Context: an optimization exercise on an open-source flow, tuned for small area and a short achievable clock period. The choices shown serve that exercise and are no tape-out recipe. Function was checked by simulation only, so behaviour that the tests miss may differ from the original. No activity file was given, so power comes from the tool's default toggle rates.

### design/flow/design.v
module frer_recov (
    input  wire        clk,
    input  wire        rst,              
    input  wire        cfg_we,
    input  wire [2:0]  cfg_stream,
    input  wire        cfg_en,           
    input  wire [5:0]  cfg_hist_len_m1,  
    input  wire [10:0] cfg_reset_fr,     
    input  wire        cfg_recov_reset,  
    input  wire        in_valid,
    input  wire [2:0]  in_stream,
    input  wire        in_tagged,
    input  wire [15:0] in_seq,
    input  wire        tick,
    output reg         out_valid,
    output reg         out_pass,
    output reg  [2:0]  out_why,
    input  wire        rd_en,
    input  wire [2:0]  rd_stream,
    input  wire [3:0]  rd_sel,
    output reg         rd_valid,
    output reg  [15:0] rd_data
);
    localparam NS = 8;
    localparam [2:0] WHY_PASS     = 3'd0;
    localparam [2:0] WHY_OOO      = 3'd1;
    localparam [2:0] WHY_DUP      = 3'd2;
    localparam [2:0] WHY_ROGUE    = 3'd3;
    localparam [2:0] WHY_TAGLESS  = 3'd4;
    localparam [2:0] WHY_DISABLED = 3'd5;
    integer s, k, j;
    reg        en    [0:NS-1];
    reg [5:0]  hl_m1 [0:NS-1];
    reg [9:0]  rfr_m1[0:NS-1];
    wire       c_en_old = en[cfg_stream];
    wire [5:0] c_hl_old = hl_m1[cfg_stream];
    wire       c_rst    = cfg_recov_reset || (cfg_en != c_en_old) ||
                          (cfg_hist_len_m1 != c_hl_old);
    wire [10:0] c_rfr_m1 = cfg_reset_fr - 11'd1;
    always @(posedge clk) begin
        for (s = 0; s < NS; s = s + 1) begin
            if (rst)
                en[s] <= 1'b0;
            else if (cfg_we && cfg_stream == s[2:0])
                en[s] <= cfg_en;
            if (cfg_we && cfg_stream == s[2:0]) begin
                hl_m1[s]  <= cfg_hist_len_m1;
                rfr_m1[s] <= c_rfr_m1[9:0];
            end
        end
    end
    reg        p_rst;
    reg        p_cfg_rst;        
    reg [2:0]  p_cfg_stream;
    reg        p_tick;
    reg        p_rd_clr;         
    reg [2:0]  p_rd_stream;
    reg [2:0]  p_rd_cnt;
    reg [2:0]  p_stream;         
    reg [15:0] p_seq;
    reg [5:0]  p_hl_m1;          
    reg [6:0]  p_lo;             
    reg [5:0]  p_diff;           
    reg        p_ta;             
    reg [63:0] p_hist;           
    reg        take_any [0:NS-1];
    reg [15:0] recov_seq[0:NS-1];
    reg        recov_z  [0:NS-1];    
    reg [63:0] hist     [0:NS-1];
    reg        hist_z   [0:NS-1];    
    reg [9:0]  since    [0:NS-1];
    reg [15:0] cnt      [0:NS-1][0:7];
    reg        st_take_any [0:NS-1];
    reg [15:0] st_recov    [0:NS-1];
    reg        st_recov_z  [0:NS-1];
    reg [63:0] st_hist     [0:NS-1];
    reg        st_hist_z   [0:NS-1];
    reg [9:0]  st_since    [0:NS-1];
    reg [15:0] st_cnt      [0:NS-1][0:7];
    wire        f_ta   = p_ta;
    wire [63:0] f_old  = p_hist;
    wire        f_pass = out_valid && out_pass;
    wire        f_fwd  = f_pass && out_why == WHY_PASS && !f_ta;
    wire [6:0]  f_hl   = {1'b0, p_hl_m1} + 7'd1;
    wire [5:0]  f_back = 6'd0 - p_diff;
    wire [6:0]  f_lo = p_lo;
    reg  [63:0] f_out;           
    reg  [63:0] f_seen;
    always @(*)
        for (j = 0; j < 64; j = j + 1) begin
            f_out[j]  = (j >= f_lo);
            f_seen[j] = f_old[j] && f_out[j];
        end
    wire        f_fwd_kind = out_why != WHY_OOO;
    wire [63:0] f_keep  = f_ta ? 64'd0 : (f_fwd_kind ? ~f_out : {64{1'b1}});
    wire [5:0]  f_amt   = f_fwd_kind ? p_diff : 6'd0;
    wire [63:0] f_set   = (f_ta || f_fwd_kind) ? 64'd1 : (64'd1 << f_back);
    wire [63:0] f_hist  = ((f_old & f_keep) << f_amt) | f_set;
    function [6:0] ones64;
        input [63:0] v;
        reg [1:0] a [0:31];
        reg [2:0] b [0:15];
        reg [3:0] c [0:7];
        reg [4:0] d [0:3];
        reg [5:0] e [0:1];
        integer i;
        begin
            for (i = 0; i < 32; i = i + 1) a[i] = {1'b0, v[2*i]} + {1'b0, v[2*i+1]};
            for (i = 0; i < 16; i = i + 1) b[i] = {1'b0, a[2*i]} + {1'b0, a[2*i+1]};
            for (i = 0; i < 8; i = i + 1)  c[i] = {1'b0, b[2*i]} + {1'b0, b[2*i+1]};
            for (i = 0; i < 4; i = i + 1)  d[i] = {1'b0, c[2*i]} + {1'b0, c[2*i+1]};
            for (i = 0; i < 2; i = i + 1)  e[i] = {1'b0, d[2*i]} + {1'b0, d[2*i+1]};
            ones64 = {1'b0, e[0]} + {1'b0, e[1]};
        end
    endfunction
    wire [6:0] f_lost = {1'b0, p_diff} - ones64(f_seen);
    function [15:0] sat_inc;
        input [15:0] a;
        input [6:0]  b;
        reg   [16:0] t;
        begin
            t = {1'b0, a} + {10'd0, b};
            sat_inc = t[16] ? 16'hFFFF : t[15:0];
        end
    endfunction
    reg        hit, upd, cr, ta1, fire, clr, kill;
    reg [16:0] cy;
    reg [9:0]  base;
    reg [6:0]  inc [0:7];
    always @(*) begin
        for (s = 0; s < NS; s = s + 1) begin
            hit = out_valid && p_stream == s[2:0];
            upd = hit && out_pass;
            cr  = p_cfg_rst && p_cfg_stream == s[2:0];
            ta1  = upd ? 1'b0 : take_any[s];
            base = upd ? 10'd0 : since[s];
            st_recov[s]   = (upd && out_why == WHY_PASS) ? p_seq : recov_seq[s];
            st_recov_z[s] = (upd && out_why == WHY_PASS) ? 1'b0 : recov_z[s];
            st_hist[s]    = upd ? f_hist : hist[s];
            st_hist_z[s]  = upd ? 1'b0 : hist_z[s];
            if (cr) begin
                ta1 = 1'b1;
                st_hist_z[s] = 1'b1;
            end
            fire = 1'b0;
            st_since[s] = base;
            if (p_tick && en[s] && !ta1) begin
                st_since[s] = base + 10'd1;
                if (base >= rfr_m1[s]) begin
                    fire = 1'b1;
                    ta1  = 1'b1;
                end
            end
            st_take_any[s] = ta1;
            for (k = 0; k < 8; k = k + 1)
                inc[k] = 7'd0;
            if (hit) begin
                inc[0] = {6'd0, out_pass};
                inc[1] = {6'd0, out_why == WHY_DUP};
                inc[2] = {6'd0, out_why == WHY_OOO};
                inc[3] = {6'd0, out_why == WHY_ROGUE};
                inc[6] = {6'd0, out_why == WHY_TAGLESS};
                inc[7] = {6'd0, out_why == WHY_DISABLED};
                if (f_fwd)
                    inc[4] = f_lost;
            end
            inc[5] = {6'd0, fire};
            for (k = 0; k < 8; k = k + 1) begin
                clr  = p_rd_clr && p_rd_stream == s[2:0] && p_rd_cnt == k[2:0];
                kill = p_rst || clr;
                if (k == 4) begin
                    st_cnt[s][k] = sat_inc(kill ? 16'd0 : cnt[s][k], inc[k]);
                end else begin
                    cy[0] = inc[k][0] && !(&cnt[s][k]);
                    for (j = 0; j < 16; j = j + 1)
                        cy[j+1] = cy[j] && cnt[s][k][j];
                    for (j = 0; j < 16; j = j + 1)
                        st_cnt[s][k][j] = kill ? (j == 0 && inc[k][0]) : (cnt[s][k][j] ^ cy[j]);
                end
            end
            if (p_rst) begin
                st_take_any[s] = 1'b1;
                st_recov_z[s]  = 1'b1;
                st_hist_z[s]   = 1'b1;
            end
        end
    end
    always @(posedge clk) begin
        for (s = 0; s < NS; s = s + 1) begin
            take_any[s]  <= st_take_any[s];
            recov_seq[s] <= st_recov[s];
            recov_z[s]   <= st_recov_z[s];
            hist[s]      <= st_hist[s];
            hist_z[s]    <= st_hist_z[s];
            since[s]     <= st_since[s];
            for (k = 0; k < 8; k = k + 1)
                cnt[s][k] <= st_cnt[s][k];
        end
    end
    reg [7:0]    v_en, v_ta, v_recov_z, v_hist_z;
    reg [47:0]   v_hl_m1;
    reg [127:0]  v_recov;
    reg [511:0]  v_hist;
    reg [1023:0] v_cnt;
    always @(*)
        for (s = 0; s < NS; s = s + 1) begin
            v_en[s]              = en[s];
            v_ta[s]              = st_take_any[s];
            v_recov_z[s]         = st_recov_z[s];
            v_hist_z[s]          = st_hist_z[s];
            v_hl_m1[6*s +: 6]    = hl_m1[s];
            v_recov[16*s +: 16]  = st_recov[s];
            v_hist[64*s +: 64]   = st_hist[s];
            for (k = 0; k < 8; k = k + 1)
                v_cnt[128*s+16*k +: 16] = st_cnt[s][k];
        end
    wire        d_pass;
    wire [2:0]  d_why;
    wire        s_take_any;
    wire [5:0]  s_hl_m1;
    wire [5:0]  dl;
    wire [6:0]  s_lo;
    wire [63:0] s_hist;
    frer_recov_dec u_dec (
        .in_stream(in_stream), .in_tagged(in_tagged), .in_seq(in_seq),
        .v_en(v_en), .v_ta(v_ta), .v_hl_m1(v_hl_m1), .v_recov(v_recov), .v_hist(v_hist),
        .d_pass(d_pass), .d_why(d_why), .s_take_any(s_take_any), .s_hl_m1(s_hl_m1),
        .dl(dl), .s_lo(s_lo), .s_hist(s_hist));
    wire [15:0] rd_mux;
    frer_recov_rd u_rd (
        .rd_stream(rd_stream), .rd_sel(rd_sel),
        .v_ta(v_ta), .v_recov_z(v_recov_z), .v_hist_z(v_hist_z),
        .v_recov(v_recov), .v_hist(v_hist), .v_cnt(v_cnt), .rd_mux(rd_mux));
    always @(posedge clk) begin
        p_rst        <= rst;
        p_cfg_rst    <= cfg_we && c_rst;
        p_cfg_stream <= cfg_stream;
        p_tick       <= tick;
        p_rd_clr     <= rd_en && !rd_sel[3];
        p_rd_stream  <= rd_stream;
        p_rd_cnt     <= rd_sel[2:0];
        p_stream     <= in_stream;
        p_seq        <= in_seq;
        p_hl_m1      <= s_hl_m1;
        p_diff       <= dl;
        p_lo         <= s_lo;
        p_ta         <= s_take_any;
        p_hist       <= s_hist;
        out_valid <= !rst && in_valid;
        out_pass  <= d_pass;
        out_why   <= d_why;
        rd_valid  <= !rst && rd_en;
        rd_data   <= rd_mux;
    end
endmodule
module frer_recov_dec (
    input  wire [2:0]   in_stream,
    input  wire         in_tagged,
    input  wire [15:0]  in_seq,
    input  wire [7:0]   v_en,
    input  wire [7:0]   v_ta,
    input  wire [47:0]  v_hl_m1,
    input  wire [127:0] v_recov,
    input  wire [511:0] v_hist,
    output wire         d_pass,
    output wire [2:0]   d_why,
    output wire         s_take_any,
    output wire [5:0]   s_hl_m1,
    output wire [5:0]   dl,
    output wire [6:0]   s_lo,        
    output wire [63:0]  s_hist
);
    localparam [2:0] WHY_PASS     = 3'd0;
    localparam [2:0] WHY_OOO      = 3'd1;
    localparam [2:0] WHY_DUP      = 3'd2;
    localparam [2:0] WHY_ROGUE    = 3'd3;
    localparam [2:0] WHY_TAGLESS  = 3'd4;
    localparam [2:0] WHY_DISABLED = 3'd5;
    wire [9:0]  q_hi    = in_seq[15:6];
    wire [5:0]  q_lo    = in_seq[5:0];
    wire [9:0]  q_hi_m1 = q_hi - 10'd1;
    wire [9:0]  q_hi_p1 = q_hi + 10'd1;
    wire        s_en    = v_en[in_stream];
    assign      s_take_any = v_ta[in_stream];
    assign      s_hl_m1 = v_hl_m1[6*in_stream +: 6];
    wire [15:0] s_recov = v_recov[16*in_stream +: 16];
    assign      s_hist  = v_hist[64*in_stream +: 64];
    wire [9:0]  r_hi    = s_recov[15:6];
    wire [5:0]  r_lo    = s_recov[5:0];
    wire        e0 = (q_hi    == r_hi);      
    wire        e1 = (q_hi_m1 == r_hi);      
    wire        em = (q_hi_p1 == r_hi);      
    wire [6:0]  dl_full = {1'b0, q_lo} - {1'b0, r_lo};
    wire        borrow  = dl_full[6];
    assign      dl      = dl_full[5:0];
    wire        hi_zero = borrow ? e1 : e0;
    wire        hi_ones = borrow ? e0 : em;
    wire        dl_zero = (dl == 6'd0);
    wire        ahead   = hi_zero && !dl_zero && (dl <= s_hl_m1);
    wire        behind  = (hi_zero && dl_zero) ||
                          (hi_ones && !dl_zero && (~dl < s_hl_m1));
    assign      s_lo    = {1'b0, s_hl_m1} + 7'd1 - {1'b0, dl};
    reg [47:0] back_s;
    integer s;
    always @(*)
        for (s = 0; s < 8; s = s + 1)
            back_s[6*s +: 6] = v_recov[16*s +: 6] - q_lo;
    wire [5:0]  back = back_s[6*in_stream +: 6];
    reg [31:0] lv1;
    reg [15:0] lv2;
    reg [7:0]  lv3;
    reg [3:0]  lv4;
    reg [1:0]  lv5;
    integer m;
    always @(*) begin
        for (m = 0; m < 32; m = m + 1) lv1[m] = back[0] ? s_hist[2*m+1] : s_hist[2*m];
        for (m = 0; m < 16; m = m + 1) lv2[m] = back[1] ? lv1[2*m+1] : lv1[2*m];
        for (m = 0; m < 8;  m = m + 1) lv3[m] = back[2] ? lv2[2*m+1] : lv2[2*m];
        for (m = 0; m < 4;  m = m + 1) lv4[m] = back[3] ? lv3[2*m+1] : lv3[2*m];
        for (m = 0; m < 2;  m = m + 1) lv5[m] = back[4] ? lv4[2*m+1] : lv4[2*m];
    end
    wire        dup  = back[5] ? lv5[1] : lv5[0];
    wire        pre_pass = s_en && in_tagged && (s_take_any || ahead);
    wire        pre_look = s_en && in_tagged && !s_take_any && !ahead && behind;
    reg  [2:0]  pre_why;
    always @(*) begin
        if (!s_en)
            pre_why = WHY_DISABLED;
        else if (!in_tagged)
            pre_why = WHY_TAGLESS;
        else if (s_take_any || ahead)
            pre_why = WHY_PASS;
        else
            pre_why = WHY_ROGUE;
    end
    assign d_pass = pre_look ? !dup : pre_pass;
    assign d_why  = pre_look ? (dup ? WHY_DUP : WHY_OOO) : pre_why;
endmodule
module frer_recov_rd (
    input  wire [2:0]    rd_stream,
    input  wire [3:0]    rd_sel,
    input  wire [7:0]    v_ta,
    input  wire [7:0]    v_recov_z,
    input  wire [7:0]    v_hist_z,
    input  wire [127:0]  v_recov,
    input  wire [511:0]  v_hist,
    input  wire [1023:0] v_cnt,
    output reg  [15:0]   rd_mux
);
    wire [7:0]  rd_s1 = 8'd1 << rd_stream;
    wire [15:0] rd_k1 = 16'd1 << rd_sel;
    reg         rsel;
    integer s, k;
    always @(*) begin
        rd_mux = 16'd0;
        for (s = 0; s < 8; s = s + 1) begin
            for (k = 0; k < 8; k = k + 1) begin
                rsel = rd_s1[s] && rd_k1[k];
                rd_mux = rd_mux | (v_cnt[128*s+16*k +: 16] & {16{rsel}});
            end
            rsel = rd_s1[s] && rd_k1[8] && !v_recov_z[s];
            rd_mux = rd_mux | (v_recov[16*s +: 16] & {16{rsel}});
            rsel = rd_s1[s] && rd_k1[9];
            rd_mux = rd_mux | {15'd0, v_ta[s] && rsel};
            for (k = 0; k < 4; k = k + 1) begin
                rsel = rd_s1[s] && rd_k1[10+k] && !v_hist_z[s];
                rd_mux = rd_mux | (v_hist[64*s+16*k +: 16] & {16{rsel}});
            end
        end
    end
endmodule
### design/flow/flow/run.sh
#!/bin/bash
# Standard ORFS layout (the standard.sh, standard synthesis unchanged).
# Up to clock tree synthesis, the resizer's setup repair is asked to keep a
# large margin, so that it sizes the paths from the inputs instead of leaving
# minimum-size cells on them; routing and finishing then run as standard.
set -euo pipefail
bash standard.sh SETUP_SLACK_MARGIN=45.5 TNS_END_PERCENT=100 cts > make_cts.log 2>&1
bash standard.sh finish > make_finish.log 2>&1
### design/flow/standard.sh
#!/bin/bash
# synth_recipe.tcl (not shown) runs the flow's synth.tcl, then flattens the netlist and writes it again
# the make line also repeats each setting of config.mk as NAME=value (left out here)
make -C /OpenROAD-flow-scripts/flow DESIGN_CONFIG=/design/flow/config.mk WORK_HOME=/design/flow/orfs CLKGATE_MAP_FILE= SYNTH_SCRIPT=/design/flow/synth_recipe.tcl "${@:-finish}"
### design/flow/config.mk
export PLATFORM = sky130hd
export DESIGN_NAME = frer_recov
export DESIGN_NICKNAME = frer_recov
export VERILOG_FILES = /design/flow/design.v
export SDC_FILE = /design/flow/constraint.sdc
export NUM_CORES = 4
export LEC_CHECK = 0
export CAP_MARGIN = 35
export CORE_MARGIN = 2
export CORE_UTILIZATION = 30
export SLEW_MARGIN = 35
export SYNTH_HIERARCHICAL = 1
### design/flow/constraint.sdc
create_clock -name core_clock -period 60.0 [get_ports {clk}]
set_input_delay 12.0000 -clock core_clock [delete_from_list [all_inputs] [get_ports {clk}]]
set_output_delay 12.0000 -clock core_clock [all_outputs]
set_load 0.01 [all_outputs]
==> metrics.md, run 1 <==
| Metric | Value |
|---|---|
| Yosys warnings | 32 |
| Achievable frequency | approximately 0.066 GHz |
| Sw Share | 0.291 |
| Clk sinks | about 2,000 |
| DRT iter0 DRCs | a little under 20,000 |
| Final non-filler cell total | 17,200 |
| Final period utilization | 0.254 |
| Clk network pwr share | 0.458 |
| Die extent in y | a little over 600 µm |
| Clk pin slew, worst setup/hold paths | 0.06 ns |
| Final #Nets | 13,100 |
| IO Pins | 77 |
| CTS Buffer Depth | 4 |
| Crit-path slowest cell | or4_4 |
| Outcome | no timing/DRC/antenna violations |
| Worst-Skew Late Latency | 1.00 ns |
| Combinational power share | 0.132 |
| Layout cell share with drive strength beyond 1 | 0.173 |
| Port Buf Inserts | 75 |
| Synth Net Count | 12,800 |
| Placer Congestion | 1.16 |
| RSZ-0062 raised after global routing | false |
| WL met3 | about 100 mm |
| Worst slew margin | 0.193 |
| Worst setup EP type | flip-flop |
| Chip width | 616 µm |
| DRT Pass-1 Iters | 10 |
| Vias per cell | 6.31 |
| Final core occ | 0.360 |
| CTS tree | built |
| Initial Util | 0.301 |
| GRT Total Usage | 0.353 |
| Fill count | 37,800 |
| Sequential share of power | 0.409 |
| Uppermost layer routed | met5 |
| Worst Path Class, Setup | input pin to flip-flop |
| FP Rows | 224 |
| P_leak | 57.0 nW |
| Initial antenna violation count | 161 |
| CP max FO | 27 |
| Final hold viol count | 0 |
| Crit-path cells | buf_8 -> buf_16 -> nor4bb_4 -> buf_4 -> and3_1 -> a2111oi_0 -> and3_1 -> nand4_1 -> or4_4 |
| Routed WL | 694 mm |
| CP max stage delay | 0.88 ns |
| Largest net degree at the start of global routing | 88 |
| Syn-to-layout area delta | 19.6% |
| Seq. cell area | 0.0420 mm² |
| Post-route setup TNS | 0 ns |
| Placed wire-length estimate | roughly 510 mm |
| DIE AREA | 0.379 mm² |
| Fin. max-slew vios | 0 |
| Gr ovfl total | 0 |
| Slew of the pin with the lowest slew margin | roughly 1.2 ns |
| Htree depth | 4 |
| CP Launch Type | input pin |
| Syn_area_per_cell | slightly below 10 µm² |
| DRT antenna net count | 0 |
| CTS Buf Count | 235 |
| Vias | around 110k |
| Worst VDD drop | 0.0262 mV |
| Clk root buf | clkbuf_16 |
| Vias in the first global route | a little under 100k |
| Syn Inst Count | roughly 12,000 |
| DR WL met2 | 262 mm |
| Drt drc | 0 |
| Core ar. | 0.372 mm² |
| PwrDens | 25.3 mW/mm² |
| Most frequent cells in the layout | dfxtp_1, ha_1, and2_1, nand2_1, buf_4 |
| Net switching power | 0.986 mW |
| Worst hold path class | flip-flop to flip-flop |
| CP arrival | 16.01 ns |
| Final setup violation count | 0 |
| Post-synthesis cell area | 0.112 mm² |
| WL met1 | 258 mm |
| MaxCap Viol Count | 0 |
| First-pass GRT wire length | between 900 and 1000 mm |
| Multi-input gate area | 0.0680 mm² |
| Internal | between 2 and 2.5 mW |
| Critical Path Most Common Cell | and3_1 |
| Wire length per cell after detailed routing | 40.4 µm |
| CP required | between 60 and 70 ns |
| Placed cell count | 16,400 |
| Post-route minimum period | 15.21 ns |
| Hold_ws | 0.475 ns |
| Worst-case clock skew | 0.107 ns |
| Most common cell after layout, fill and taps aside | dfxtp_1 |
-- state kept, by name, summed over array words and instances (netlist names), 6 cells and up --
name       flops
cnt         1024
hist         512
recov_seq    128
rfr_m1        80
since         80
p_hist        64
hl_m1         48
p_seq         16
rd_data       16
en             8
hist_z         8
recov_z        8
take_any       8
p_lo           7
p_diff         6
-- through the flow --
step	setup slack [ns]	total power [mW]	area, µm²
global route	44.84	3.46	134000
finish	44.79	3.39	134000
floorplan	44.12	1.64	112000
global placement	42.41	1.81	120000
detailed placement	42.40	1.82	121000
CTS	45.12	3.38	134000
-- path summary, 6_finish.rpt --
kind	startpoint	endpoint	slack [ns]	cells past startpoint
min reg2reg	since[6][7]$_DFF_P_	since[6][8]$_DFF_P_	0.47	2
max reg2reg	p_lo[2]$_DFF_P_	rd_data[5]$_DFF_P_	46.32	38
min	since[6][7]$_DFF_P_	since[6][8]$_DFF_P_	0.47	2
max	rd_sel[2]	rd_data[13]$_DFF_P_	44.79	9
-- metal layers --
metal | GRT usage | vias to the layer above
met5 | 0 | -
met4 | 0.287 | 50
met3 | 0.163 | 2400
met2 | 0.469 | 8860
met1 | 0.430 | 53300
li1 | - | 43900
-- final cells by class --
| cell class | count | area share |
|---|---|---|
| Sequential cell | 2036 | 0.313 |
| Clock buffer | 328 | 0.0506 |
| Multi-Input combinational cell | 8497 | 0.507 |
| Antenna cell | 151 | 0.00282 |
| Inverter | 337 | 0.00948 |
| Timing Repair Buffer | 759 | 0.0607 |
| Tap cell | 4972 | 0.0464 |
| Clock inverter | 103 | 0.00994 |
-- worst max-delay path, delay by kind of cell --
family                 cells  cell delay, ns
AOI/OAI and AO/OA          1            0.53
buffers and inverters      3            0.67
and+or+nand+nor            5            2.67
-- power by group through the flow --
stage	Combinational [mW]	Sequential (mW)	Clock, mW
floorplan	0.224	1.41	0
global placement	0.397	1.42	0
detailed placement	0.400	1.42	0
CTS	0.438	1.39	1.55
global route	0.465	1.39	1.61
finish	0.448	1.39	1.55
-- timing repair --
item	CTS	global route
setup buffers	151	0
setup endpoints to repair	25	0
resized for setup	437	0
hold buffers	0	0
==> inputs of run 2 (changes only) <==
--- a/design/flow/config.mk
+++ b/design/flow/config.mk
@@ -8,5 +8,7 @@
 export CAP_MARGIN = 35
 export CORE_MARGIN = 2
 export CORE_UTILIZATION = 30
+export CTS_CLUSTER_DIAMETER = 100
+export CTS_CLUSTER_SIZE = 20
 export SLEW_MARGIN = 35
 export SYNTH_HIERARCHICAL = 1
==> metrics.md, run 2 <==
| Metric | Value |
|---|---|
| Outcome | no timing/DRC/antenna violations |
| Max FFs per register | 1,024 |
| Crit-path cells | buf_16 -> bufbuf_16 -> nor4bb_4 -> buf_4 -> and3_1 -> a2111o_1 -> nor4_2 -> nand4_1 -> or4_4 |
| Fin. max-slew vios | 0 |
| Met2 usage | 0.462 |
| GR peak layer | met2 |
| Final core occ | 0.348 |
| Core ar. | 0.372 mm² |
| Worst path top cell family by delay | simple AND/OR/NAND/NOR gates |
| Initial antenna violation count | 151 |
| Vias | 107,000 |
| Gr ovfl total | 0 |
| Post-route setup TNS | 0 ns |
| CP arrival | 16.12 ns |
| First-pass GRT wire length | 892 mm |
| P_leak | 54.7 nW |
| GRT Total Usage | 0.347 |
| Achievable frequency | approximately 0.065 GHz |
| Synth Net Count | around 13,000 |
| Largest net degree at the start of global routing | 88 |
| Worst-case clock skew | approximately 0.13 ns |
| Placed wire-length estimate | about 510 mm |
| Vias in the first global route | 95,500 |
| CP required | just over 60 ns |
| Worst Path Class, Setup | input pin to flip-flop |
| Syn_area_per_cell | 9.70 µm² |
| IO Pins | between 70 and 80 |
| GR Util met3 | 0.145 |
| Number of hold buffers added after cts | 0 |
| FP Rows | 224 |
| Placer Congestion | 1.16 |
| Largest regs | cnt x1024, hist x512, recov_seq x128 |
| Worst setup margin | 44.61 ns |
| Worst VDD drop | 0.0208 mV |
| CP Buf/Inv Count | 3 |
| Final hold viol count | 0 |
| Crit-path slowest cell | nand4_1 |
| CTS tree | built |
| Most frequent cells in the layout | dfxtp_1, ha_1, and2_1, nand2_1, buf_4 |
| CTS Buffer Depth | 4 |
| Slew of the pin with the lowest slew margin | 1.13 ns |
| RSZ-0062 raised after global routing | false |
| Final non-filler cell total | 16,900 |
| Largest register by flop count | cnt |
| Clk pin slew, worst setup/hold paths | approximately 0.080 ns |
| Placed cell count | 16,400 |
| PwrDens | about 22 mW/mm² |
| Vias per cell | 6.34 |
| Die extent in y | between 600 and 700 µm |
| Met1 usage | 0.429 |
| Final period utilization | 0.257 |
| Wire length per cell after detailed routing | 40.4 µm |
| Initial Util | 0.301 |
| Final #Nets | 13,000 |
| CP max FO | 33 |
| Worst slew margin | 0.248 |
| Htree depth | 4 |
| Layout cell share with drive strength beyond 1 | 0.158 |
| Post-synthesis cell area | 0.112 mm² |
| CTS Buf Count | 135 |
| CP max stage delay | 0.94 ns |
| DRT antenna net count | 0 |
| Worst-Skew Late Latency | roughly 0.97 ns |
| Most common cell after layout, fill and taps aside | dfxtp_1 |
| DIE AREA | between 0.3 and 0.4 mm² |
| Clk sinks | 2,036 |
| Worst hold path class | flip-flop to flip-flop |
| MaxCap Viol Count | 0 |
| Pre-CTS WS | 42.40 ns |
| Post-route minimum period | about 15 ns |
| Syn-to-layout area delta | 15.5% |
| DRT iter0 DRCs | 18,300 |
| Drt drc | 0 |
| Syn Inst Count | around 12,000 |
| Worst setup EP type | flip-flop |
| Chip width | a little over 600 µm |
| DRT Pass-1 Iters | 9 |
| Final setup violation count | 0 |
| CP Launch Type | input pin |
| Port Buf Inserts | 75 |
| Clk root buf | clkbuf_16 |
| Yosys warnings | 32 |
| Routed WL | 684 mm |
==> run 2: final cells by class <==
type                       count  area (µm²)
fill                       38200      243000
multi-input combinational   8497       68000
sequential                  2036       42000
timing repair buffer         735        7680
tap                         4972        6220
clock buffer                 157        3560
inverter                     337        1270
clock inverter                32         413
antenna                      151         378
==> run 2: stage by stage <==
stage | total power [mW] | cell area (µm²) | hold WS (ns)
2_1_floorplan | 1.64 | 112000 | 0.417
3_3_place_gp | 1.81 | 120000 | 0.447
3_5_place_dp | 1.82 | 121000 | 0.459
4_1_cts | 2.82 | 129000 | 0.479
5_1_grt | 2.89 | 129000 | 0.498
6_report | 2.83 | 130000 | 0.483
==> run 2: worst paths after layout <==
| check | endpoint | depth (start not counted) | startpoint | slack (ns) |
|---|---|---|---|---|
| hold reg to reg | recov_z[2]$_DFF_P_ | 1 | recov_z[2]$_DFF_P_ | 0.48 |
| hold / removal | recov_z[2]$_DFF_P_ | 1 | recov_z[2]$_DFF_P_ | 0.48 |
| setup reg to reg | rd_data[11]$_DFF_P_ | 40 | p_lo[2]$_DFF_P_ | 46.33 |
| setup / recovery | rd_data[13]$_DFF_P_ | 9 | rd_sel[1] | 44.61 |
==> run 2: what timing repair did <==
item,CTS,global route
setup buffers,134,0
resized for setup,416,0
endpoints found under the setup margin,25,0
==> run 2: metal layers <==
| layer | up-vias | wire (µm) | share of wire |
|---|---|---|---|
| met5 | - | 584 | 0.00085 |
| met4 | 48 | 69400 | 0.10 |
| met3 | 2253 | 95900 | 0.14 |
| met2 | 8477 | 259000 | 0.38 |
| met1 | 53000 | 259000 | 0.38 |
| li1 | 43400 | - | - |
==> run 2: power by group <==
group | switching (mW) | total, mW | internal, mW
Clock | 0.565 | 1.00 | 0.436
Combinational | 0.314 | 0.443 | 0.129
Sequential | 0.0106 | 1.39 | 1.38
Total | 0.890 | 2.83 | 1.94
==> run 2: worst reg2reg max path, delay by kind of cell, from the launching register on <==
family / cells / cell delay, ns
buf+inv: 10 / 1.73
compound gates: 6 / 1.56
flops: 1 / 0.31
fa+ha+maj: 13 / 5.62
xor+xnor: 1 / 0.44
simple gates: 10 / 3.88
==> inputs of run 3 (changes only) <==
--- a/design/flow/design.v
+++ b/design/flow/design.v
@@ -300,26 +300,26 @@
     wire        behind  = (hi_zero && dl_zero) ||
                           (hi_ones && !dl_zero && (~dl < s_hl_m1));
     assign      s_lo    = {1'b0, s_hl_m1} + 7'd1 - {1'b0, dl};
-    reg [47:0] back_s;
     integer s;
+    reg [2:0] lo_i [0:7];
+    reg [2:0] hi_i [0:7];
+    reg [7:0] bw_i;
     always @(*)
-        for (s = 0; s < 8; s = s + 1)
-            back_s[6*s +: 6] = v_recov[16*s +: 6] - q_lo;
-    wire [5:0]  back = back_s[6*in_stream +: 6];
-    reg [31:0] lv1;
-    reg [15:0] lv2;
-    reg [7:0]  lv3;
-    reg [3:0]  lv4;
-    reg [1:0]  lv5;
+        for (s = 0; s < 8; s = s + 1) begin
+            lo_i[s] = v_recov[16*s +: 3] - q_lo[2:0];
+            bw_i[s] = v_recov[16*s +: 3] < q_lo[2:0];
+            hi_i[s] = v_recov[16*s+3 +: 3] - q_lo[5:3];
+        end
+    wire [2:0] lo_x = lo_i[in_stream];
+    wire [2:0] hi_x = hi_i[in_stream];
+    wire       bw_x = bw_i[in_stream];
+    reg  [7:0] g;
     integer m;
-    always @(*) begin
-        for (m = 0; m < 32; m = m + 1) lv1[m] = back[0] ? s_hist[2*m+1] : s_hist[2*m];
-        for (m = 0; m < 16; m = m + 1) lv2[m] = back[1] ? lv1[2*m+1] : lv1[2*m];
-        for (m = 0; m < 8;  m = m + 1) lv3[m] = back[2] ? lv2[2*m+1] : lv2[2*m];
-        for (m = 0; m < 4;  m = m + 1) lv4[m] = back[3] ? lv3[2*m+1] : lv3[2*m];
-        for (m = 0; m < 2;  m = m + 1) lv5[m] = back[4] ? lv4[2*m+1] : lv4[2*m];
-    end
-    wire        dup  = back[5] ? lv5[1] : lv5[0];
+    always @(*)
+        for (m = 0; m < 8; m = m + 1)
+            g[m] = s_hist[8*m + lo_x];
+    wire [2:0] hi_m = hi_x - 3'd1;
+    wire       dup  = bw_x ? g[hi_m] : g[hi_x];
     wire        pre_pass = s_en && in_tagged && (s_take_any || ahead);
     wire        pre_look = s_en && in_tagged && !s_take_any && !ahead && behind;
     reg  [2:0]  pre_why;
--- a/design/flow/config.mk
+++ b/design/flow/config.mk
@@ -8,7 +8,5 @@
 export CAP_MARGIN = 35
 export CORE_MARGIN = 2
 export CORE_UTILIZATION = 30
-export CTS_CLUSTER_DIAMETER = 100
-export CTS_CLUSTER_SIZE = 20
 export SLEW_MARGIN = 35
 export SYNTH_HIERARCHICAL = 1
==> metrics.md, run 3 <==
| Metric | Value |
|---|---|
| Outcome | no timing/DRC/antenna violations |
| Max FFs per register | ~1,000 |
| CP required | just over 60 ns |
| CTS Buf Count | approximately 230 |
| Htree depth | 4 |
| Vias per cell | 6.31 |
| Port Buf Inserts | between 70 and 80 |
| MaxCap Viol Count | 0 |
| Core ar. | 0.369 mm² |
| Clk sinks | 2,036 |
| Vias | between 100k and 150k |
| PwrDens | ~27 mW/mm² |
| Largest net degree at the start of global routing | 80 |
| Worst setup EP type | flip-flop |
| Syn-to-layout area delta | 19.1% |
| Syn Inst Count | 11,700 |
| First-pass GRT wire length | about 890 mm |
| CP arrival | 15.90 ns |
| Placed wire-length estimate | ~500 mm |
| Chip width | 612 µm |
| Synth Net Count | 12,900 |
| Slew of the pin with the lowest slew margin | 1.18 ns |
| CP Launch Type | input pin |
| Post-synthesis cell area | 0.111 mm² |
| DRT antenna net count | 0 |
| Final non-filler cell total | about 17,000 |
| DRT iter0 DRCs | about 20,000 |
| CP max FO | 24 |
| Placer Congestion | approximately 1.2 |
| DIE AREA | about 0.38 mm² |
| Final period utilization | 0.255 |
| Largest regs | cnt x1024, hist x512, recov_seq x128 |
| Crit-path slowest cell | nand4_1 |
| Number of hold buffers added after cts | 0 |
| Yosys warnings | 34 |
| Post-route minimum period | 15.31 ns |
| Syn_area_per_cell | 9.53 µm² |
| Post-route setup TNS | 0 ns |
| Wire length per cell after detailed routing | 39.9 µm |
| Layout cell share with drive strength beyond 1 | 0.158 |
| Most common cell after layout, fill and taps aside | dfxtp_1 |
| Most frequent cells in the layout | dfxtp_1, ha_1, nand2_1, and2_1, buf_4 |
| GRT Total Usage | 0.352 |
| Die extent in y | just over 600 µm |
| Largest register by flop count | cnt |
| Initial antenna violation count | 136 |
| Achievable frequency | 0.0653 GHz |
| Worst Path Class, Setup | input pin to flip-flop |
| Hold_ws | 0.475 ns |
| Vias in the first global route | 97,500 |
| FP Rows | ~220 |
| Worst VDD drop | 0.0835 mV |
| RSZ-0062 raised after global routing | false |
| Worst setup margin | between 40 and 50 ns |
| Clk root buf | clkbuf_16 |
| Clk pin slew, worst setup/hold paths | 0.07 ns |
| Final setup violation count | 0 |
| Placed cell count | roughly 16,000 |
| Worst slew margin | 0.205 |
| Routed WL | 684 mm |
| Worst hold path class | flip-flop to flip-flop |
| Final #Nets | approximately 13,000 |
| Worst-Skew Late Latency | 1.00 ns |
| CTS Buffer Depth | 4 |
| CTS tree | built |
| Initial Util | 0.301 |
| Seq. cell area | 0.0420 mm² |
| Pre-CTS WS | 42.21 ns |
| Worst-case clock skew | 0.0883 ns |
| Multi-input gate area | roughly 0.067 mm² |
| IO Pins | 77 |
| Drt drc | 0 |
| Final hold viol count | 0 |
| Crit-path cells | buf_12 -> buf_12 -> or4bb_2 -> buf_4 -> nor2_2 -> a32oi_1 -> nand4_1 -> nor4_2 -> nand4_1 |
| DRT Pass-1 Iters | 15 |
| Fill count | 37,700 |
| Fin. max-slew vios | 0 |
| CP max stage delay | 0.88 ns |
| P_leak | 56.1 nW |
| Gr ovfl total | 0 |
run 3: final timing paths:
kind	to	cells past startpoint	slack, ns	startpoint
min reg2reg	hist_z[7]$_DFF_P_	1	0.47	hist_z[7]$_DFF_P_
min	hist_z[7]$_DFF_P_	1	0.47	hist_z[7]$_DFF_P_
max reg2reg	rd_data[8]$_DFF_P_	34	45.32	p_lo[4]$_DFF_P_
max	rd_data[7]$_DFF_P_	9	44.69	rd_sel[1]
run 3: per-stage QoR:
stage	cell area [µm²]	util	total power, mW
3_3_place_gp	119000	0.323	1.99
2_1_floorplan	111000	-	1.71
5_1_grt	132000	0.358	3.64
3_5_place_dp	120000	0.324	2.00
4_1_cts	132000	0.357	3.54
6_report	132000	0.359	3.57
run 3: timing repair:
action	4_1_cts	5_1_grt
setup buffers	132	0
resized for setup	397	0
endpoints found under the setup margin	41	0
hold endpoints to repair	0	0
run 3: cell type report:
cell class	instances	share of cell area
inverter	350	0.0101
multi-input combinational	8573	0.505
timing repair buffer	725	0.0586
clock inverter	96	0.00995
clock buffer	319	0.0495
tap	4950	0.0468
antenna	87	0.00165
sequential	2036	0.318
run 3: layer usage:
layer	vias to the layer above	GRT usage	share of wire
met1	52600	0.421	0.37
met3	2480	0.185	0.16
met5	-	0.00555	0.00081
met2	9194	0.462	0.37
met4	46	0.285	0.10
li1	43800	-	-
run 3: critical path: cells and delay by family:
kind                   cells  cell delay (ns)
AO/OA/AOI/OAI              1             0.42
buffers and inverters      3             0.84
AND/OR/NAND/NOR            5             2.49
run 3: where the power goes:
group          leakage (nW)  switching [mW]  internal (mW)
registers              16.5          0.0108           1.38
logic                  35.7           0.473          0.181
clock network          3.88           0.656          0.875
==> inputs of run 4 (changes only) <==
--- a/design/flow/config.mk
+++ b/design/flow/config.mk
@@ -7,6 +7,8 @@
 export LEC_CHECK = 0
 export CAP_MARGIN = 35
 export CORE_MARGIN = 2
-export CORE_UTILIZATION = 30
+export CORE_UTILIZATION = 35
+export CTS_CLUSTER_DIAMETER = 100
+export CTS_CLUSTER_SIZE = 20
 export SLEW_MARGIN = 35
 export SYNTH_HIERARCHICAL = 1
==> metrics.md, run 4 <==
| Metric | Value |
|---|---|
| Area after DPL | around 0.12 mm² |
| Chip width | 567 µm |
| DIE AREA | 0.322 mm² |
| Crit-path cells | buf_16 -> buf_16 -> buf_12 -> and3_4 -> buf_8 -> nand3_2 -> nand4_1 -> nor4_2 -> buf_4 -> nand4_1 -> or4_4 |
| Syn Inst Count | 11,700 |
| Post-synthesis cell area | 0.111 mm² |
| PwrDens | roughly 24 mW/mm² |
| Layout cell share with drive strength beyond 1 | 0.147 |
| Final #Nets | 13,100 |
| Clk root buf | clkbuf_16 |
| Post-route setup TNS | 0 ns |
| Post-route cell area | between 0.1 and 0.15 mm² |
| Drt drc | 0 |
| DRT antenna net count | 0 |
| GRT Total Usage | 0.416 |
| Placer Congestion | 1.18 |
| CTS tree | built |
| DRT iter0 DRCs | 19,100 |
| CP arrival | 15.77 ns |
| Post-route minimum period | 14.95 ns |
| Pwr Total | 3.12 mW |
| Number of hold buffers added after cts | 0 |
| Clk pin slew, worst setup/hold paths | roughly 0.09 ns |
| Crit-path slowest cell | or4_4 |
| Seq. cell area | 0.0420 mm² |
| Placed cell count | 15,700 |
| Port Buf Inserts | 75 |
| Syn_area_per_cell | 9.53 µm² |
| Synth Net Count | 12,900 |
| Worst hold path class | flip-flop to flip-flop |
| Achievable frequency | about 0.067 GHz |
| Fin. max-slew vios | 0 |
| Worst setup EP type | flip-flop |
| Most common cell after layout, fill and taps aside | dfxtp_1 |
| CP max FO | 26 |
| Final hold viol count | 0 |
| Hold_ws | between 0.4 and 0.5 ns |
| Gr ovfl total | 0 |
| Vias per cell | 6.66 |
| Htree depth | 3 |
| Worst slew margin | 0.200 |
| Routed WL | 696 mm |
| Clk sinks | between 2,000 and 2,500 |
| Die extent in y | 567 µm |
| Pre-CTS WS | 42.02 ns |
| Initial antenna violation count | 151 |
| Fill count | 31,500 |
| Final non-filler cell total | 16,200 |
| Max FFs per register | a little over 1,000 |
| Vias | 108,000 |
| Worst Path Class, Setup | input pin to flip-flop |
| IO Pins | 77 |
| Yosys warnings | 34 |
| Largest net degree at the start of global routing | 66 |
| CP Buf/Inv Count | 5 |
| Final period utilization | 0.249 |
| CTS Buffer Depth | 4 |
| Multi-input gate area | 0.0667 mm² |
| Final core occ | 0.404 |
| MaxCap Viol Count | 0 |
| First-pass GRT wire length | 902 mm |
| CP required | 60.82 ns |
| CP max stage delay | 0.80 ns |
| FF-to-FF setup slack | 45.34 ns |
| Worst VDD drop | approximately 0.15 mV |
| Syn-to-layout area delta | 14.7% |
| Largest register by flop count | cnt |
| Wire length per cell after detailed routing | 43.0 µm |
| DRT Pass-1 Iters | 10 |
| Core ar. | 0.315 mm² |
| Slew of the pin with the lowest slew margin | 1.19 ns |
| Most frequent cells in the layout | dfxtp_1, ha_1, nand2_1, and2_1, buf_4 |
| Initial Util | 0.352 |
| P_leak | roughly 54 nW |
| Final setup violation count | 0 |
| Vias in the first global route | 95,700 |
| CTS Buf Count | about 130 |
| Largest regs | cnt x1024, hist x512, recov_seq x128 |
| Worst path top cell family by delay | simple AND/OR/NAND/NOR gates |
| Worst-case clock skew | 0.0664 ns |
| FP Rows | 206 |
| CP Launch Type | input pin |
| Worst setup margin | 45.05 ns |
| Outcome | no timing/DRC/antenna violations |
| RSZ-0062 raised after global routing | false |
| Worst-Skew Late Latency | 1.00 ns |
| Placed wire-length estimate | 520 mm |
run 4: area by class of cell:
cell class / instances / share of cell area
flip-flops and latches: 2036 / 0.330
diodes: 93 / 0.00183
clock inverters: 22 / 0.00205
well taps: 4160 / 0.0408
inverters: 350 / 0.0105
multi-input cells: 8574 / 0.524
clock buffers: 148 / 0.0263
repair buffers: 786 / 0.0650
run 4: path summary, 6_finish.rpt:
| path | startpoint | to | depth (start not counted) |
|---|---|---|---|
| worst max-delay path | rd_stream[1] | rd_data[11]$_DFF_P_ | 11 |
| worst min-delay path | recov_z[7]$_DFF_P_ | recov_z[7]$_DFF_P_ | 1 |
| worst max register to register | p_lo[4]$_DFF_P_ | rd_data[13]$_DFF_P_ | 36 |
| worst min register to register | recov_z[7]$_DFF_P_ | recov_z[7]$_DFF_P_ | 1 |
run 4: repair_timing:
item / 4_1_cts / 5_1_grt
setup buffers: 152 / 0
setup endpoints to repair: 33 / 0
gates resized for setup: 405 / 0
run 4: layer usage:
layer | share of wire | up-vias | global-route usage
li1 | - | 43600 | -
met3 | 0.16 | 2204 | 0.221
met2 | 0.37 | 8814 | 0.532
met5 | 0.0013 | - | 0.00729
met4 | 0.091 | 82 | 0.307
met1 | 0.38 | 53100 | 0.518
run 4: power breakdown:
| group | internal (mW) | total, mW | switching (mW) | leakage, nW |
|---|---|---|---|---|
| clock | 0.403 | 0.941 | 0.538 | 1.77 |
| sequential | 1.38 | 1.39 | 0.0116 | 16.5 |
| combinational | 0.198 | 0.788 | 0.590 | 35.8 |
| total | 1.98 | 3.12 | 1.14 | 54.1 |
run 4: worst reg2reg max path, delay by kind of cell, from the launching register on:
kind	cells	cell delay, ns
compound gates	7	1.56
fa+ha+maj	13	6.21
flops	1	0.32
buf+inv	5	0.75
simple gates	10	5.31
mux	1	0.31
==> inputs of run 5 (changes only) <==
--- a/design/flow/design.v
+++ b/design/flow/design.v
@@ -123,6 +123,18 @@
             sat_inc = t[16] ? 16'hFFFF : t[15:0];
         end
     endfunction
+    wire [2:0]  g_type = out_pass ? 3'd0 :
+                         (out_why == WHY_DUP)     ? 3'd1 :
+                         (out_why == WHY_ROGUE)   ? 3'd3 :
+                         (out_why == WHY_TAGLESS) ? 3'd6 : 3'd7;
+    wire [15:0] g_old  = cnt[p_stream][g_type];
+    wire        g_clr  = p_rd_clr && p_rd_stream == p_stream && p_rd_cnt == g_type;
+    wire [15:0] g_base = g_clr ? 16'd0 : g_old;
+    wire [15:0] g_cnt  = (&g_base) ? g_base : g_base + 16'd1;
+    wire [15:0] o_old  = cnt[p_stream][2];
+    wire        o_clr  = p_rd_clr && p_rd_stream == p_stream && p_rd_cnt == 3'd2;
+    wire [15:0] o_base = o_clr ? 16'd0 : o_old;
+    wire [15:0] g_ooo  = (&o_base) ? o_base : o_base + 16'd1;
     reg        hit, upd, cr, ta1, fire, clr, kill;
     reg [16:0] cy;
     reg [9:0]  base;
@@ -170,12 +182,16 @@
                 kill = p_rst || clr;
                 if (k == 4) begin
                     st_cnt[s][k] = sat_inc(kill ? 16'd0 : cnt[s][k], inc[k]);
-                end else begin
+                end else if (k == 5) begin
                     cy[0] = inc[k][0] && !(&cnt[s][k]);
                     for (j = 0; j < 16; j = j + 1)
                         cy[j+1] = cy[j] && cnt[s][k][j];
                     for (j = 0; j < 16; j = j + 1)
                         st_cnt[s][k][j] = kill ? (j == 0 && inc[k][0]) : (cnt[s][k][j] ^ cy[j]);
+                end else if (k == 2) begin
+                    st_cnt[s][k] = inc[k][0] ? g_ooo : (kill ? 16'd0 : cnt[s][k]);
+                end else begin
+                    st_cnt[s][k] = (hit && g_type == k[2:0]) ? g_cnt : (kill ? 16'd0 : cnt[s][k]);
                 end
             end
             if (p_rst) begin
@@ -349,23 +365,50 @@
 );
     wire [7:0]  rd_s1 = 8'd1 << rd_stream;
     wire [15:0] rd_k1 = 16'd1 << rd_sel;
-    reg         rsel;
-    integer s, k;
+    wire [127:0] part;
+    genvar g;
+    generate
+        for (g = 0; g < 8; g = g + 1) begin : st
+            frer_recov_rd1 u (
+                .pick(rd_s1[g]), .k1(rd_k1[13:0]), .ta(v_ta[g]),
+                .recov_z(v_recov_z[g]), .hist_z(v_hist_z[g]),
+                .recov(v_recov[16*g +: 16]), .hist(v_hist[64*g +: 64]),
+                .cnt(v_cnt[128*g +: 128]), .word(part[16*g +: 16]));
+        end
+    endgenerate
+    integer s;
     always @(*) begin
         rd_mux = 16'd0;
-        for (s = 0; s < 8; s = s + 1) begin
-            for (k = 0; k < 8; k = k + 1) begin
-                rsel = rd_s1[s] && rd_k1[k];
-                rd_mux = rd_mux | (v_cnt[128*s+16*k +: 16] & {16{rsel}});
-            end
-            rsel = rd_s1[s] && rd_k1[8] && !v_recov_z[s];
-            rd_mux = rd_mux | (v_recov[16*s +: 16] & {16{rsel}});
-            rsel = rd_s1[s] && rd_k1[9];
-            rd_mux = rd_mux | {15'd0, v_ta[s] && rsel};
-            for (k = 0; k < 4; k = k + 1) begin
-                rsel = rd_s1[s] && rd_k1[10+k] && !v_hist_z[s];
-                rd_mux = rd_mux | (v_hist[64*s+16*k +: 16] & {16{rsel}});
-            end
+        for (s = 0; s < 8; s = s + 1)
+            rd_mux = rd_mux | part[16*s +: 16];
+    end
+endmodule
+module frer_recov_rd1 (
+    input  wire         pick,
+    input  wire [13:0]  k1,
+    input  wire         ta,
+    input  wire         recov_z,
+    input  wire         hist_z,
+    input  wire [15:0]  recov,
+    input  wire [63:0]  hist,
+    input  wire [127:0] cnt,
+    output reg  [15:0]  word
+);
+    reg     rsel;
+    integer k;
+    always @(*) begin
+        word = 16'd0;
+        for (k = 0; k < 8; k = k + 1) begin
+            rsel = pick && k1[k];
+            word = word | (cnt[16*k +: 16] & {16{rsel}});
+        end
+        rsel = pick && k1[8] && !recov_z;
+        word = word | (recov & {16{rsel}});
+        rsel = pick && k1[9];
+        word = word | {15'd0, ta && rsel};
+        for (k = 0; k < 4; k = k + 1) begin
+            rsel = pick && k1[10+k] && !hist_z;
+            word = word | (hist[16*k +: 16] & {16{rsel}});
         end
     end
 endmodule
--- a/design/flow/config.mk
+++ b/design/flow/config.mk
@@ -7,7 +7,7 @@
 export LEC_CHECK = 0
 export CAP_MARGIN = 35
 export CORE_MARGIN = 2
-export CORE_UTILIZATION = 35
+export CORE_UTILIZATION = 30
 export CTS_CLUSTER_DIAMETER = 100
 export CTS_CLUSTER_SIZE = 20
 export SLEW_MARGIN = 35
==> metrics.md, run 5 <==
| Metric | Value |
|---|---|
| Outcome | no timing/DRC/antenna violations |
| Yosys warnings | 35 |
| Post-synthesis cell area | 0.106 mm² |
| Worst path top cell family by delay | compound AO/OA/AOI/OAI gates |
| R2r startpoint | p_lo[6]$_DFF_P_ |
| Vias in the first global route | just over 90,000 |
| Final hold viol count | 0 |
| Slew of the pin with the lowest slew margin | 1.21 ns |
| CP required | about 61 ns |
| Syn_area_per_cell | 9.13 µm² |
| First-pass GRT wire length | around 840 mm |
| Clk root buf | clkbuf_16 |
| CTS Buf Count | 124 |
| CP max FO | 7 |
| Vias | 102,000 |
| Final period utilization | 0.261 |
| P_leak | roughly 44 nW |
| DRT iter0 DRCs | 16,800 |
| Syn Inst Count | 11,700 |
| Drt drc | 0 |
| Achievable frequency | 0.0638 GHz |
| Final setup violation count | 0 |
| Syn-to-layout area delta | 11.1% |
| GRT Total Usage | 0.340 |
| Initial Util | 0.302 |
| DRT antenna net count | 0 |
| Worst setup EP type | flip-flop |
| WP depth | 21 |
| Synth Net Count | 12,200 |
| CP Launch Type | input pin |
| CP max stage delay | around 0.55 ns |
| FF-to-FF setup slack | about 46 ns |
| Critical Path Most Common Cell | buf_16 |
| Routed WL | 633 mm |
| CP Buf/Inv Count | 5 |
| RSZ-0062 raised after global routing | false |
| Largest register by flop count | cnt |
| Gr ovfl total | 0 |
| Post-route minimum period | 15.69 ns |
| Worst Path Class, Setup | input pin to flip-flop |
| Reg-to-Reg End | rd_data[9]$_DFF_P_ |
| CTS Buffer Depth | 4 |
| Worst-case clock skew | 0.109 ns |
| Most common cell after layout, fill and taps aside | dfxtp_1 |
| Worst slew margin | 0.192 |
| Final #Nets | 12,000 |
| Largest regs | cnt x1024, hist x512, recov_seq x128 |
| Wire length per cell after detailed routing | 39.0 µm |
| DIE AREA | 0.360 mm² |
| PwrDens | 23.7 mW/mm² |
| Fin. max-slew vios | 0 |
| Initial antenna violation count | between 90 and 100 |
| Htree depth | 3 |
| Placer Congestion | about 1.1 |
| CTS tree | built |
| End point of the critical path | out_why[1]$_DFF_P_ |
| Max FFs per register | 1,024 |
| Crit-path slowest cell | or4b_4 |
| Core ar. | 0.353 mm² |
| Worst-case reg-to-reg path depth | 40 |
| Chip width | 600 µm |
| FP Rows | 218 |
| Layout cell share with drive strength beyond 1 | 0.132 |
| Fill count | between 30,000 and 40,000 |
| Hold path cells | 1 |
| Placed wire-length estimate | 462 mm |
| Pwr Total | 2.81 mW |
| Clk sinks | 2,036 |
| Post-route setup TNS | 0 ns |
| Crit-path cells | buf_16 -> buf_16 -> buf_4 -> nor2_4 -> a22oi_1 -> o22ai_2 -> a21oi_4 -> ha_2 -> o21a_2 -> o311ai_4 -> buf_12 -> ha_4 -> inv_1 -> a21oi_2 -> o31a_1 -> o41ai_4 -> and4b_1 -> nand4_1 -> o211a_4 -> or4b_4 -> and3b_1 |
| IO Pins | 77 |
| Port Buf Inserts | 75 |
| Worst-Skew Late Latency | 1.02 ns |
| Largest net degree at the start of global routing | 129 |
| MaxCap Viol Count | 0 |
| Most frequent cells in the layout | dfxtp_1, nand2_1, o21ai_0, a22oi_1, buf_4 |
| Clk pin slew, worst setup/hold paths | 0.09 ns |
| Worst hold path class | flip-flop to flip-flop |
| Die extent in y | 600 µm |
| CP arrival | 16.51 ns |
| Number of hold buffers added after cts | 0 |
| Worst VDD drop | 0.0477 mV |
| DRT Pass-1 Iters | 7 |
| CP startpoint | in_stream[0] |
| Vias per cell | 6.30 |
run 5: worst min-delay path by stage:
stage,slack (ns),end,startpoint
floorplan,0.43,hist_z[6]$_DFF_P_,hist_z[6]$_DFF_P_
global placement,0.45,recov_z[7]$_DFF_P_,recov_z[7]$_DFF_P_
detailed placement,0.45,recov_z[0]$_DFF_P_,recov_z[0]$_DFF_P_
CTS,0.48,recov_z[0]$_DFF_P_,recov_z[0]$_DFF_P_
global route,0.48,recov_z[0]$_DFF_P_,recov_z[0]$_DFF_P_
finish,0.48,recov_z[7]$_DFF_P_,recov_z[7]$_DFF_P_
run 5: layout make-up:
cell class	count	area (µm²)	share of cell area
Clock inverter	27	385	0.00326
Antenna cell	43	108	0.000909
Tap cell	4730	5920	0.0500
Timing Repair Buffer	571	5290	0.0447
Multi-Input combinational cell	8370	60100	0.508
Sequential cell	2036	42100	0.355
Inverter	334	1260	0.0106
Clock buffer	141	3210	0.0271
run 5: what timing repair did:
action | 4_1_cts | 5_1_grt
buffers inserted | 26 | 0
hold endpoints to repair | 0 | 0
resized for setup | 139 | 0
endpoints found under the setup margin | 25 | 0
run 5: per-stage QoR:
| step | cell area, µm² | std cells | hold slack [ns] | utilization | setup WS [ns] |
|---|---|---|---|---|---|
| floorplan | 107000 | 11700 | 0.425 | - | 43.30 |
| global placement | 113000 | 16000 | 0.447 | 0.319 | 42.29 |
| detailed placement | 113000 | 16000 | 0.454 | 0.321 | 42.20 |
| CTS | 118000 | 16200 | 0.477 | 0.334 | 44.43 |
| global route | 118000 | 16200 | 0.484 | 0.335 | 44.29 |
| finish | 118000 | 16300 | 0.477 | 0.335 | 44.31 |
run 5: worst reg2reg max path: cells and delay by family (launching register included):
kind                       cells  cell delay (ns)
xor gates and xnor gates       1             0.73
buffers and inverters          8             1.31
AOI/OAI and AO/OA              8             2.91
adders and majority gates     13             5.09
DFF                            1             0.31
and+or+nand+nor               10             3.56
run 5: power breakdown:
group          internal [mW]  leakage (nW)  switching, mW
clock network          0.402          1.75          0.535
registers               1.38          16.5        0.00975
logic                  0.127          25.3          0.357
run 5: layer usage:
metal,track usage,share of wire,up-vias
met5,0.00201,0.00071,-
met4,0.255,0.094,54
met3,0.152,0.15,1792
met2,0.455,0.38,7678
met1,0.422,0.38,50400
li1,-,-,42400
==> inputs of run 6 (changes only) <==
--- a/design/flow/config.mk
+++ b/design/flow/config.mk
@@ -7,7 +7,7 @@
 export LEC_CHECK = 0
 export CAP_MARGIN = 35
 export CORE_MARGIN = 2
-export CORE_UTILIZATION = 30
+export CORE_UTILIZATION = 35
 export CTS_CLUSTER_DIAMETER = 100
 export CTS_CLUSTER_SIZE = 20
 export SLEW_MARGIN = 35
==> metrics.md, run 6 <==
| Metric | Value |
|---|---|
| Yosys warnings | 35 |
| Worst slew margin | 0.173 |
| Slew of the pin with the lowest slew margin | 1.23 ns |
| Worst-case reg-to-reg path depth | 38 |
| PwrDens | 23.3 mW/mm² |
| CP max stage delay | 0.52 ns |
| Routed WL | 560 mm |
| CP max FO | 34 |
| First-pass GRT wire length | ~750 mm |
| P_leak | 42.9 nW |
| Worst path top cell family by delay | compound AO/OA/AOI/OAI gates |
| Post-synthesis cell area | 0.106 mm² |
| Final hold viol count | 0 |
| Worst setup EP type | flip-flop |
| CTS Buf Count | 115 |
| Final #Nets | 11,900 |
| Worst VDD drop | 0.0343 mV |
| IO Pins | 77 |
| FP Rows | a little over 200 |
| Largest net degree at the start of global routing | about 130 |
| CTS tree | built |
| Clk sinks | 2,036 |
| Fill count | 30,700 |
| Post-route minimum period | 15.62 ns |
| Largest register by flop count | cnt |
| Final core occ | 0.384 |
| DRT antenna net count | 0 |
| Worst-case clock skew | roughly 0.063 ns |
| Syn Inst Count | 11,700 |
| WP depth | 20 |
| Core ar. | 0.303 mm² |
| Fin. max-slew vios | 0 |
| Most frequent cells in the layout | dfxtp_1, nand2_1, o21ai_0, a22oi_1, a21oi_1 |
| Drt drc | 0 |
| CTS Buffer Depth | 3 |
| Outcome | no timing/DRC/antenna violations |
| RSZ-0062 raised after global routing | false |
| Gr ovfl total | 0 |
| Placer Congestion | roughly 1.1 |
| GRT Total Usage | 0.348 |
| Initial antenna violation count | 89 |
| Worst setup margin | 44.38 ns |
| Worst-Skew Late Latency | 0.89 ns |
| Port Buf Inserts | 75 |
| Wire length per cell after detailed routing | 36.4 µm |
| Vias per cell | around 6.6 |
| Critical Path Most Common Cell | a21oi_2 |
| Synth Net Count | 12,200 |
| MaxCap Viol Count | 0 |
| CP arrival | 16.36 ns |
| Placed cell count | roughly 15,000 |
| Hold_ws | about 0.47 ns |
| Final non-filler cell total | about 15,000 |
| Die extent in y | 556 µm |
| Syn-to-layout area delta | 9.17% |
| Achievable frequency | 0.0640 GHz |
| Max FFs per register | 1,024 |
| Layout cell share with drive strength beyond 1 | 0.121 |
| Placed wire-length estimate | between 400 and 500 mm |
| CP required | 60.74 ns |
| Hold path cells | 2 |
| Chip width | 556 µm |
| Vias in the first global route | 91,000 |
| Syn_area_per_cell | 9.13 µm² |
| Worst hold path class | flip-flop to flip-flop |
| Most common cell after layout, fill and taps aside | dfxtp_1 |
| Vias | 101,000 |
| Final period utilization | 0.260 |
| Largest regs | cnt x1024, hist x512, recov_seq x128 |
| DRT Pass-1 Iters | 10 |
| Final setup violation count | 0 |
| Pre-CTS WS | approximately 42 ns |
| Crit-path slowest cell | or4b_1 |
| Htree depth | 3 |
| DRT iter0 DRCs | 19,000 |
| Worst Path Class, Setup | input pin to flip-flop |
| Clk pin slew, worst setup/hold paths | 0.09 ns |
| Clk root buf | clkbuf_16 |
| Crit-path cells | buf_12 -> nor2_1 -> buf_4 -> a22oi_1 -> o22ai_2 -> a21oi_2 -> ha_4 -> o21a_1 -> o311ai_4 -> buf_6 -> inv_1 -> ha_2 -> a21oi_2 -> o31a_1 -> o41ai_4 -> and4b_1 -> nand4_1 -> o211a_4 -> or4b_1 -> and3b_1 |
| Initial Util | 0.352 |
| CP Launch Type | input pin |
| CP Buf/Inv Count | 4 |
| Post-route setup TNS | 0 ns |
| DIE AREA | 0.309 mm² |
==> run 6: worst paths after layout <==
kind                             from                  end  slack, ns
setup / recovery         in_stream[2]   out_why[1]$_DFF_P_      44.38
hold / removal    since[0][8]$_DFF_P_  since[0][9]$_DFF_P_       0.47
setup reg to reg      p_lo[2]$_DFF_P_   rd_data[1]$_DFF_P_      46.44
hold reg to reg   since[0][8]$_DFF_P_  since[0][9]$_DFF_P_       0.47
==> run 6: stage by stage <==
stage	cell area (µm²)	power, mW
floorplan	107000	1.65
global placement	111000	1.84
detailed placement	112000	1.84
CTS	116000	2.68
global route	116000	2.76
finish	116000	2.71
==> run 6: power breakdown <==
part           internal, mW  switching (mW)
clock                 0.358           0.512
sequential             1.38         0.00997
combinational         0.124           0.331
total                  1.86           0.853
==> run 6: worst register-to-register path, delay by kind of cell, from the launching register on <==
family	cells	cell delay (ns)
xor gates and xnor gates	1	0.60
DFF	1	0.32
and+or+nand+nor	11	3.89
buffers and inverters	7	1.06
AOI/OAI and AO/OA	6	1.81
adders and majority gates	13	5.66
==> run 6: cell type report <==
cell class              count  area (µm²)  share of cell area
diodes                     41         103            0.000883
clock buffers             133        2950              0.0253
clock inverters            16         250             0.00215
inverters                 334        1270              0.0109
multi-input cells        8371       59900               0.516
flip-flops and latches   2036       42100               0.362
well taps                3978        4980              0.0428
repair buffers            498        4670              0.0402
==> run 6: per-layer routing <==
metal,vias to the layer above,share of wire,GRT usage
met2,8131,0.39,0.470
met4,52,0.095,0.267
met1,49100,0.37,0.435
li1,42200,-,-
met3,1974,0.15,0.143
met5,-,0.0013,0.00734
==> run 6: timing repair <==
action	4_1_cts	5_1_grt
endpoints found under the setup margin	27	0
resized for setup	133	0
setup buffers	21	0
hold buffers	0	0
==> inputs of run 7 (changes only) <==
--- a/design/flow/config.mk
+++ b/design/flow/config.mk
@@ -7,7 +7,7 @@
 export LEC_CHECK = 0
 export CAP_MARGIN = 35
 export CORE_MARGIN = 2
-export CORE_UTILIZATION = 35
+export CORE_UTILIZATION = 40
 export CTS_CLUSTER_DIAMETER = 100
 export CTS_CLUSTER_SIZE = 20
 export SLEW_MARGIN = 35
==> metrics.md, run 7 <==
| Metric | Value |
|---|---|
| Outcome | no timing/DRC/antenna violations |
| CP Buf/Inv Count | 1 |
| CP max FO | 24 |
| Slew of the pin with the lowest slew margin | 1.21 ns |
| Hold_ws | 0.481 ns |
| Worst hold path class | flip-flop to flip-flop |
| Clk pin slew, worst setup/hold paths | 0.09 ns |
| Gr ovfl total | 0 |
| Crit-path slowest cell | mux4_1 |
| Initial Util | 0.402 |
| CP Launch Type | input pin |
| Final non-filler cell total | 15,000 |
| GR Util met3 | 0.169 |
| Core ar. | roughly 0.26 mm² |
| Htree depth | 3 |
| IO Pins | slightly below 80 |
| Most frequent cells in the layout | dfxtp_1, nand2_1, o21ai_0, a22oi_1, buf_4 |
| Vias per cell | 6.87 |
| Most common cell after layout, fill and taps aside | dfxtp_1 |
| Largest register by flop count | cnt |
| DIE AREA | 0.270 mm² |
| Drt drc | 0 |
| Routed WL | approximately 600 mm |
| CTS Buf Count | 117 |
| Worst Path Class, Setup | input pin to flip-flop |
| P_leak | 43.3 nW |
| Worst setup margin | 44.32 ns |
| Pre-CTS WS | 42.11 ns |
| Syn_area_per_cell | 9.13 µm² |
| Met2 usage | 0.569 |
| Yosys warnings | 35 |
| Syn Inst Count | approximately 12,000 |
| Syn-to-layout area delta | 9.26% |
| Max FFs per register | about 1,000 |
| Vias in the first global route | 95,000 |
| DRT iter0 DRCs | 18,800 |
| MaxCap Viol Count | 0 |
| Placed cell count | about 15,000 |
| Layout cell share with drive strength beyond 1 | 0.128 |
| CP arrival | 16.46 ns |
| Fin. max-slew vios | 0 |
| FP Rows | 189 |
| Post-route minimum period | 15.68 ns |
| Placed wire-length estimate | about 440 mm |
| Worst-case clock skew | 0.0656 ns |
| Largest regs | cnt x1024, hist x512, recov_seq x128 |
| CTS Buffer Depth | 3 |
| RSZ-0062 raised after global routing | false |
| First-pass GRT wire length | 800 mm |
| DRT Pass-1 Iters | 10 |
| Clk sinks | 2,036 |
| Largest net degree at the start of global routing | 132 |
| Clk root buf | clkbuf_16 |
| Crit-path cells | dlygate4sd2_1 -> ha_1 -> nor2b_1 -> mux4_1 -> o21ai_4 -> nand2_1 -> o211ai_1 -> a221o_1 -> a311oi_1 -> a31oi_1 -> or4b_4 -> and3b_1 |
| Final period utilization | 0.261 |
| Vias | approximately 100k |
| Initial antenna violation count | 86 |
| Final #Nets | 11,900 |
| Wire length per cell after detailed routing | 40.1 µm |
| Placer Congestion | 1.09 |
| Die extent in y | about 520 µm |
| GRT Total Usage | 0.425 |
| Synth Net Count | 12,200 |
| Worst slew margin | 0.185 |
| Port Buf Inserts | 75 |
| Achievable frequency | approximately 0.064 GHz |
| Post-synthesis cell area | 0.106 mm² |
| Chip width | a little over 500 µm |
| Met1 usage | 0.552 |
| Final setup violation count | 0 |
| GR peak layer | met2 |
| DRT antenna net count | 0 |
| Post-route setup TNS | 0 ns |
| CTS tree | built |
| Final hold viol count | 0 |
| Worst-Skew Late Latency | 0.90 ns |
| Worst path top cell family by delay | compound AO/OA/AOI/OAI gates |
| CP max stage delay | 0.73 ns |
| CP required | 60.77 ns |
| Worst setup EP type | flip-flop |
| PwrDens | 23.4 mW/mm² |
| Worst VDD drop | 0.0357 mV |
## run 7: tightest hold or removal path: stages (launching register included)
cell     delay (ns)
dfxtp_1        0.31
nand3_1        0.07
xnor2_1        0.06
## run 7: final timing paths
| path | startpoint | to | slack [ns] | depth (start not counted) |
|---|---|---|---|---|
| min reg2reg | since[3][7]$_DFF_P_ | since[3][8]$_DFF_P_ | 0.48 | 2 |
| max | in_seq[0] | out_why[1]$_DFF_P_ | 44.32 | 12 |
| min | since[3][7]$_DFF_P_ | since[3][8]$_DFF_P_ | 0.48 | 2 |
| max reg2reg | p_lo[6]$_DFF_P_ | rd_data[15]$_DFF_P_ | 46.30 | 39 |
## run 7: layout make-up
cell class	count	area, µm²
clock inverter	20	353
sequential	2036	42100
inverter	334	1270
multi-input combinational	8370	60200
tap	3533	4420
clock buffer	138	3050
fill	25900	149000
antenna	36	90.1
timing repair buffer	527	4850
## run 7: timing repair
item / in CTS / in global routing
hold buffers: 0 / 0
setup endpoints to repair: 26 / 0
gates resized for setup: 154 / 0
setup buffers: 30 / 0
## run 7: per-layer routing
metal,routed length [µm],share of wire
met2,231000,0.38
met1,229000,0.38
met4,50000,0.083
met3,90300,0.15
met5,396,0.00066
## run 7: report_power, final
group          switching [mW]  total, mW  internal, mW
combinational           0.318      0.445         0.127
clock                   0.519      0.889         0.370
sequential             0.0117       1.39          1.38
## run 7: metrics by stage
stage                util  cell area, µm²  total power, mW
finish              0.439          116000             2.72
global route        0.439          116000             2.78
CTS                 0.438          116000             2.70
detailed placement  0.421          111000             1.83
global placement    0.419          111000             1.83
floorplan               -          107000             1.65

separate check: timing with driven ports:
Ports are ideal in the flow. The routed layouts listed here were re-timed in OpenROAD. Step 1 sets driving cells, clkbuf_16 on the clock port and buf_2 on the other inputs (assumed; they add their load-dependent delay and slew). Step 2 also shifts input and output timing later by t, the mid clock arrival at the registers, as if the neighbouring blocks saw the same clock. Slacks: ideal / step 1 / step 2; pairs: ideal / step 1.
run | t, ns | slack for setup (ns) | pins driven straight from the clock port
run 1 | 1.067 | 44.786 / 44.635 / 43.567 | 1
run 2 | 1.031 | 44.610 / 44.530 / 43.499 | 1
run 3 | 1.058 | 44.691 / 44.665 / 43.607 | 1
run 4 | 1.072 | 45.048 / 44.906 / 43.834 | 1
run 5 | 1.046 | 44.314 / 44.168 / 43.122 | 1
run 6 | 0.955 | 44.376 / 44.176 / 43.221 | 1
run 7 | 0.970 | 44.316 / 44.189 / 43.218 | 1
After both steps every run listed still meets setup and hold. For run 1, which loses most, drivers alone change the setup slack by -0.151 ns; drivers and shift together by -1.219 ns.
